This is an optimization exercise on Yosys and OpenROAD, whose aim is small area, a short achievable clock period and few clock cycles, not a production implementation.
Only simulation tests tie the RTL to the original design; equivalence was not proved.

==> inputs of run P <==
## cph_unwrap
module cph_unwrap (
    input  wire         clk,
    input  wire         rst,             
    input  wire         blob_we,
    input  wire [4:0]   blob_idx,
    input  wire [31:0]  blob_wdata,
    input  wire         start,
    input  wire [6:0]   blob_len,        
    input  wire [255:0] kek,             
    input  wire [7:0]   kinds_allowed,   
    output wire         busy,
    output wire         done,            
    output reg  [3:0]   result,          
    output wire [479:0] rec              
);
    localparam [3:0] RES_OK = 4'd0, RES_INTEGRITY = 4'd4, RES_LENGTH = 4'd5, RES_KIND = 4'd6;
    reg s_idle, s_exp, s_load, s_round, s_check, s_done;
    reg exp_first;               
    reg [63:0]  q [0:7];         
    reg [127:0] st;              
    reg [255:0] ks;              
    reg [255:0] kw;              
    reg [3:0]   kr;              
    reg [5:0]   tx;              
    reg [6:0]   len;
    reg [7:0]   kinds;
    reg [7:0]   act;             
    reg [2:0]   rsel1, rsel2;    
    reg         len_bad;
    reg f_int, f_kind, f_lenm, f_rsv, f_allow;
    assign busy = ~s_idle;
    assign done = s_done;
    wire [3:0] nblk   = len[6:3] - 4'd1;    
    wire       len_ok = (len[2:0] == 3'd0) && (len >= 7'd32) && (len <= 7'd72);
  ...
==> flow/config.mk <==
export PLATFORM = sky130hd
export DESIGN_NAME = cph_unwrap
export DESIGN_NICKNAME = cph_unwrap
export VERILOG_FILES = /design/flow/design.v
export SDC_FILE = /design/flow/constraint.sdc
export NUM_CORES = 8
export LEC_CHECK = 0
export CAP_MARGIN = 20
export CORE_MARGIN = 2
export CORE_UTILIZATION = 25
export SLEW_MARGIN = 20
==> flow/constraint.sdc <==
create_clock -name core_clock -period 12.0 [get_ports {clk}]
set_input_delay 2.4000 -clock core_clock [delete_from_list [all_inputs] [get_ports {clk}]]
set_output_delay 2.4000 -clock core_clock [all_outputs]
set_load 0.01 [all_outputs]
standard.sh (not shown) runs the stock make flow with config.mk's settings and CLKGATE_MAP_FILE= SYNTH_SCRIPT=/design/flow/synth_recipe.tcl, a recipe that flattens the netlist after the stock synthesis.
==> flow/flow/run.sh <==
#!/bin/bash
# Layout flow: the standard ORFS flow (standard synthesis included), run with a
# larger setup margin for ORFS's repair_timing steps and plain buf_1 cells as the
# port buffers. Each ORFS step writes its own log under orfs/logs/; make's output
# goes to flow_make.log.
set -euo pipefail
bash standard.sh SETUP_SLACK_MARGIN=7 "BUFFER_PORTS_ARGS=-buffer_cell sky130_fd_sc_hd__buf_1" finish > flow_make.log 2>&1
==> run F (differences from run P) <==
--- a/flow/design.v
+++ b/flow/design.v
@@ -275,20 +275,22 @@
             3'd4: rcon = 8'h08;
             3'd5: rcon = 8'h10;
             3'd6: rcon = 8'h20;
             3'd7: rcon = 8'h40;
             default: rcon = 8'h00;
         endcase
     end
-    wire [31:0] temp = r[0] ? sub : ({sub[23:0], sub[31:24]} ^ {rcon_t, 24'h000000});
+    wire [31:0] t_rot = {sub[23:0], sub[31:24]} ^ {rcon_t, 24'h000000};
+    wire        odd   = r[0];
+    wire [31:0] temp  = ({32{odd}} & sub) | ({32{~odd}} & t_rot);
     wire [31:0] a0 = a[127:96], a1 = a[95:64], a2 = a[63:32], a3 = a[31:0];
     wire [31:0] p1 = fwd ? (a0 ^ a1)           : (a0 ^ a1);
     wire [31:0] p2 = fwd ? (a0 ^ a1 ^ a2)      : (a1 ^ a2);
     wire [31:0] p3 = fwd ? (a0 ^ a1 ^ a2 ^ a3) : (a2 ^ a3);
-    wire [31:0] tf = fwd ? temp : 32'd0;
+    wire [31:0] tf = ({32{fwd & odd}} & sub) | ({32{fwd & ~odd}} & t_rot);
     assign y = {a0 ^ temp, p1 ^ tf, p2 ^ tf, p3 ^ tf};
 endmodule
 module cph_unwrap (
     input  wire         clk,
     input  wire         rst,             
     input  wire         blob_we,
     input  wire [4:0]   blob_idx,
@@ -303,22 +305,24 @@
     output wire [479:0] rec              
 );
     localparam [3:0] RES_OK = 4'd0, RES_INTEGRITY = 4'd4, RES_LENGTH = 4'd5, RES_KIND = 4'd6;
     reg s_idle, s_exp, s_load, s_round, s_check, s_done;
     reg exp_first;               
     reg [63:0]  q [0:7];         
     reg [127:0] st;              
+    reg [63:0]  areg;            
     reg [255:0] ks;              
     reg [255:0] kw;              
     reg [3:0]   kr;              
     reg [5:0]   tx;              
     reg [6:0]   len;
     reg [7:0]   kinds;
     reg [7:0]   act;             
     reg [2:0]   rsel1, rsel2;    
+    reg [7:0]   rd1h;            
     reg         len_bad;
     reg f_int, f_kind, f_lenm, f_rsv, f_allow;
     assign busy = ~s_idle;
     assign done = s_done;
     wire [3:0] nblk   = len[6:3] - 4'd1;    
     wire       len_ok = (len[2:0] == 3'd0) && (len >= 7'd32) && (len <= 7'd72);
     wire       more   = (tx != 6'd0);
@@ -334,15 +338,21 @@
     wire [127:0] keyed, mixed;
     aes_inv_round u_round (
         .s     (st),
         .rk    (kw[127:0]),
         .keyed (keyed),
         .mixed (mixed)
     );
-    wire [63:0]  q_rd = q[s_round ? rsel2 : rsel1];
+    reg  [63:0]  q_rd;               
+    integer r;
+    always @(*) begin
+        q_rd = 64'd0;
+        for (r = 0; r < 8; r = r + 1)
+            if (rd1h[r]) q_rd = q_rd | q[r];
+    end
     wire [7:0]   t_phi;
     wire [63:0]  k14_phi, a_y, a_in, r_in, r_out;
     map_phi u_tphi (.a({2'b00, tx}), .y(t_phi));
     wire [63:0]  q_phi;
     assign k14_phi = ks[127:64];
     genvar k;
     generate
@@ -350,37 +360,37 @@
             map_alpha_phi_inv u_ain  (.a(a_y[63 - 8*k -: 8]), .y(a_in[63 - 8*k -: 8]));
             map_phi           u_qphi (.a(q_rd[63 - 8*k -: 8]), .y(q_phi[63 - 8*k -: 8]));
             map_alpha_phi_inv u_rin  (.a(q_phi[63 - 8*k -: 8] ^ ks[63 - 8*k -: 8]), .y(r_in[63 - 8*k -: 8]));
             map_phi_inv       u_rout (.a(keyed[63 - 8*k -: 8]), .y(r_out[63 - 8*k -: 8]));
         end
     endgenerate
     wire [63:0]  a_mask = more ? (k14_phi ^ {56'd0, t_phi}) : 64'd0;
-    assign       a_y    = (s_round ? keyed[127:64] : st[127:64]) ^ a_mask;
+    assign       a_y    = (s_round ? keyed[127:64] : areg) ^ a_mask;
     wire         use_mixed = s_round & ~last;
     wire [127:0] st_next = use_mixed ? mixed : {a_in, r_in};
     wire [31:0] mli, aiv_t;
     map_alpha u_aiv0 (.a(8'hA6), .y(aiv_t[31:24]));
     map_alpha u_aiv1 (.a(8'h59), .y(aiv_t[23:16]));
     map_alpha u_aiv2 (.a(8'h59), .y(aiv_t[15:8]));
     map_alpha u_aiv3 (.a(8'hA6), .y(aiv_t[7:0]));
     generate
         for (k = 0; k < 4; k = k + 1) begin : g_mli
-            map_alpha_inv u_mli (.a(st[95 - 8*k -: 8]), .y(mli[31 - 8*k -: 8]));
+            map_alpha_inv u_mli (.a(areg[31 - 8*k -: 8]), .y(mli[31 - 8*k -: 8]));
         end
     endgenerate
     wire [6:0]  nbytes = {nblk, 3'b000};
     reg pad_ok;                  
     integer b;
     always @(*) begin
         pad_ok = 1'b1;
         for (b = 1; b < 8; b = b + 1)
             if (mli[2:0] != 3'd0 && b >= mli[2:0] && q_rd[63 - 8*b -: 8] != 8'h00)
                 pad_ok = 1'b0;
     end
-    wire integrity_ok = (st[127:96] == aiv_t) && (mli[31:7] == 25'd0) &&
+    wire integrity_ok = (areg[63:32] == aiv_t) && (mli[31:7] == 25'd0) &&
                         (mli[6:0] > nbytes - 7'd8) && (mli[6:0] <= nbytes) && pad_ok;
     wire [7:0]  rec_kind  = q[0][63:56];
     wire [7:0]  rec_flags = q[0][55:48];
     wire [15:0] rec_rsvd  = q[0][47:32];
     reg [6:0] rec_len;           
     always @(*) begin
         case (rec_kind)
@@ -445,35 +455,38 @@
             rsel1   <= nblk[2:0] - 3'd1;
             rsel2   <= nblk[2:0] - 3'd2;
             act     <= {nblk > 4'd7, nblk > 4'd6, nblk > 4'd5, nblk > 4'd4,
                         nblk > 4'd3, nblk > 4'd2, nblk > 4'd1, nblk > 4'd0};
         end else if (s_load || (s_round && last)) begin
             tx <= tx - 6'd1;
         end
+        if (exp_first)
+            rd1h <= 8'd1 << (nblk[2:0] - 3'd1);
+        else if (s_load)
+            rd1h <= 8'd1 << rsel2;
+        else if (s_round && last && !more)
+            rd1h <= 8'd1 << rsel1;
         if (s_check) begin
             f_int   <= integrity_ok;
             f_kind  <= (rec_len != 7'd0);
             f_lenm  <= (mli == {25'd0, rec_len});
             f_rsv   <= (rec_flags[7:3] == 5'd0) && (rec_rsvd == 16'd0);
             f_allow <= kinds[rec_kind[2:0]];
         end
     end
     wire [255:0] kek_phi;
     generate
         for (k = 0; k < 32; k = k + 1) begin : g_kek
             map_phi u_kphi (.a(kek[255 - 8*k -: 8]), .y(kek_phi[255 - 8*k -: 8]));
         end
     endgenerate
+    wire         k_step = ~s_idle & ~(s_load | (s_round & last));
+    wire [255:0] kw_alt = s_idle ? kek_phi : {ks[127:0], ks[255:128]};
     always @(posedge clk) begin
-        if (s_idle)
-            kw <= kek_phi;
-        else if (s_load || (s_round && last))
-            kw <= {ks[127:0], ks[255:128]};
-        else
-            kw <= {kw[127:0], kstep};
+        kw <= k_step ? {kw[127:0], kstep} : kw_alt;
         if (s_exp)
             ks <= {kw[127:0], kstep};
     end
     wire        wr_v  = blob_we;
     wire [4:0]  wr_idx = blob_idx;
     wire        wr_ok = s_idle & ~rst;
     wire [31:0] wbus  = wr_ok ? {blob_wdata[7:0], blob_wdata[15:8], blob_wdata[23:16], blob_wdata[31:24]} : 32'd0;
@@ -482,20 +495,20 @@
     generate
         for (k = 0; k < 4; k = k + 1) begin : g_wphi
             map_phi u_wphi (.a(wbus[31 - 8*k -: 8]), .y(wbus_phi[31 - 8*k -: 8]));
         end
     endgenerate
     wire        shift = s_round & last;
     always @(posedge clk) begin
-        st[63:0] <= st_next[63:0];
-        if ((s_load || s_round) && !rst)
-            st[127:64] <= st_next[127:64];
+        st <= st_next;
+        if (shift && !more && !rst)
+            areg <= a_in;
         else begin
-            if (clr || (wr_ok && wr_v && wr_idx == 5'd0)) st[127:96] <= wbus_phi;
-            if (clr || (wr_ok && wr_v && wr_idx == 5'd1)) st[95:64]  <= wbus_phi;
+            if (clr || (wr_ok && wr_v && wr_idx == 5'd0)) areg[63:32] <= wbus_phi;
+            if (clr || (wr_ok && wr_v && wr_idx == 5'd1)) areg[31:0]  <= wbus_phi;
         end
     end
     generate
         for (k = 0; k < 8; k = k + 1) begin : g_q
             wire [63:0] prev = (k == 0) ? r_out : q[(k + 7) % 8];
             wire        sh   = shift & act[k] & ~rst;
             wire        ck   = clr | (exp_first & ~(nblk > k));
==> flow/flow/run.sh (replaced) <==
#!/bin/bash
# Layout flow: the standard ORFS flow (standard synthesis included), run with a
# larger setup margin for ORFS's repair_timing steps and plain buf_1 cells as the
# port buffers. Each ORFS step writes its own log under orfs/logs/; make's output
# goes to flow_make.log.
set -euo pipefail
bash standard.sh SETUP_SLACK_MARGIN=6.75 "BUFFER_PORTS_ARGS=-buffer_cell sky130_fd_sc_hd__buf_1" finish > flow_make.log 2>&1
==> notes <==
Of run P and run F, run P has the higher first-iteration DRC count (gap about 20%, measured against run F). Against run P, the worst hold slack of run F is worse by 0.036 ns. In run F the sequential share of layout area is higher than in run P, by 3.0 points. Between run F and run P, the lower clock skew is in run P (gap 0.045 ns). In run F the clock-buffer cell count is higher than in run P, by 34.
==> figures <==
metric                                                                            run F                    run P
Number of standard cells in the final layout excluding fillers                    15780                    16480
Final wirelength                                                              476700 um                527000 um
Run status                                                      complete, no violations  complete, no violations
Logic depth of the worst path, buffers included                                      19                       15
Std-Cell Core Area                                                           381700 um2               382300 um2
Horizontal extent of the die                                                   622.7 um                 623.7 um
Netlist Area Pre-Place                                                        95680 um2                96000 um2
Compound-gate portion of the synthesized area                                    11.04%                   12.15%
Met1 global-route usage                                                          31.17%                   32.83%
Sequential cell count                                                              1276                     1204
Testbench counts of run P, summed over its fixed seeds: cycles 84,144.
Testbench counts of run F, summed over its fixed seeds: cycles 84,144.

static timing again, ports no longer ideal:
In the flow no input, the clock included, has a driving cell. The finished layouts below were timed again as built, in two steps. Step 1 sets driving cells, clkbuf_16 on the clock port and buf_2 on the other inputs (assumed; they add their load-dependent delay and slew). Step 2 also shifts input and output timing later by t, the mid clock arrival at the registers, as if the neighbouring blocks saw the same clock. Three values: no drivers, after step 1, after step 2; two values: the first two.
run | shift t [ns] | setup WS [ns] | latest minus earliest clock arrival (ns) | worst slew at a driven data input, ns | pins driven straight from the clock port
run P | 0.927 | 6.876 / 6.876 / 6.249 | 0.071 / 0.071 | 0.26 | 1
run F | 0.938 | 6.821 / 6.821 / 5.924 | 0.116 / 0.116 | 0.23 | 1
After both steps setup and hold are still met in every run listed. For run F, which loses most, drivers alone change the setup slack by 0.000 ns; drivers and shift together by -0.897 ns.
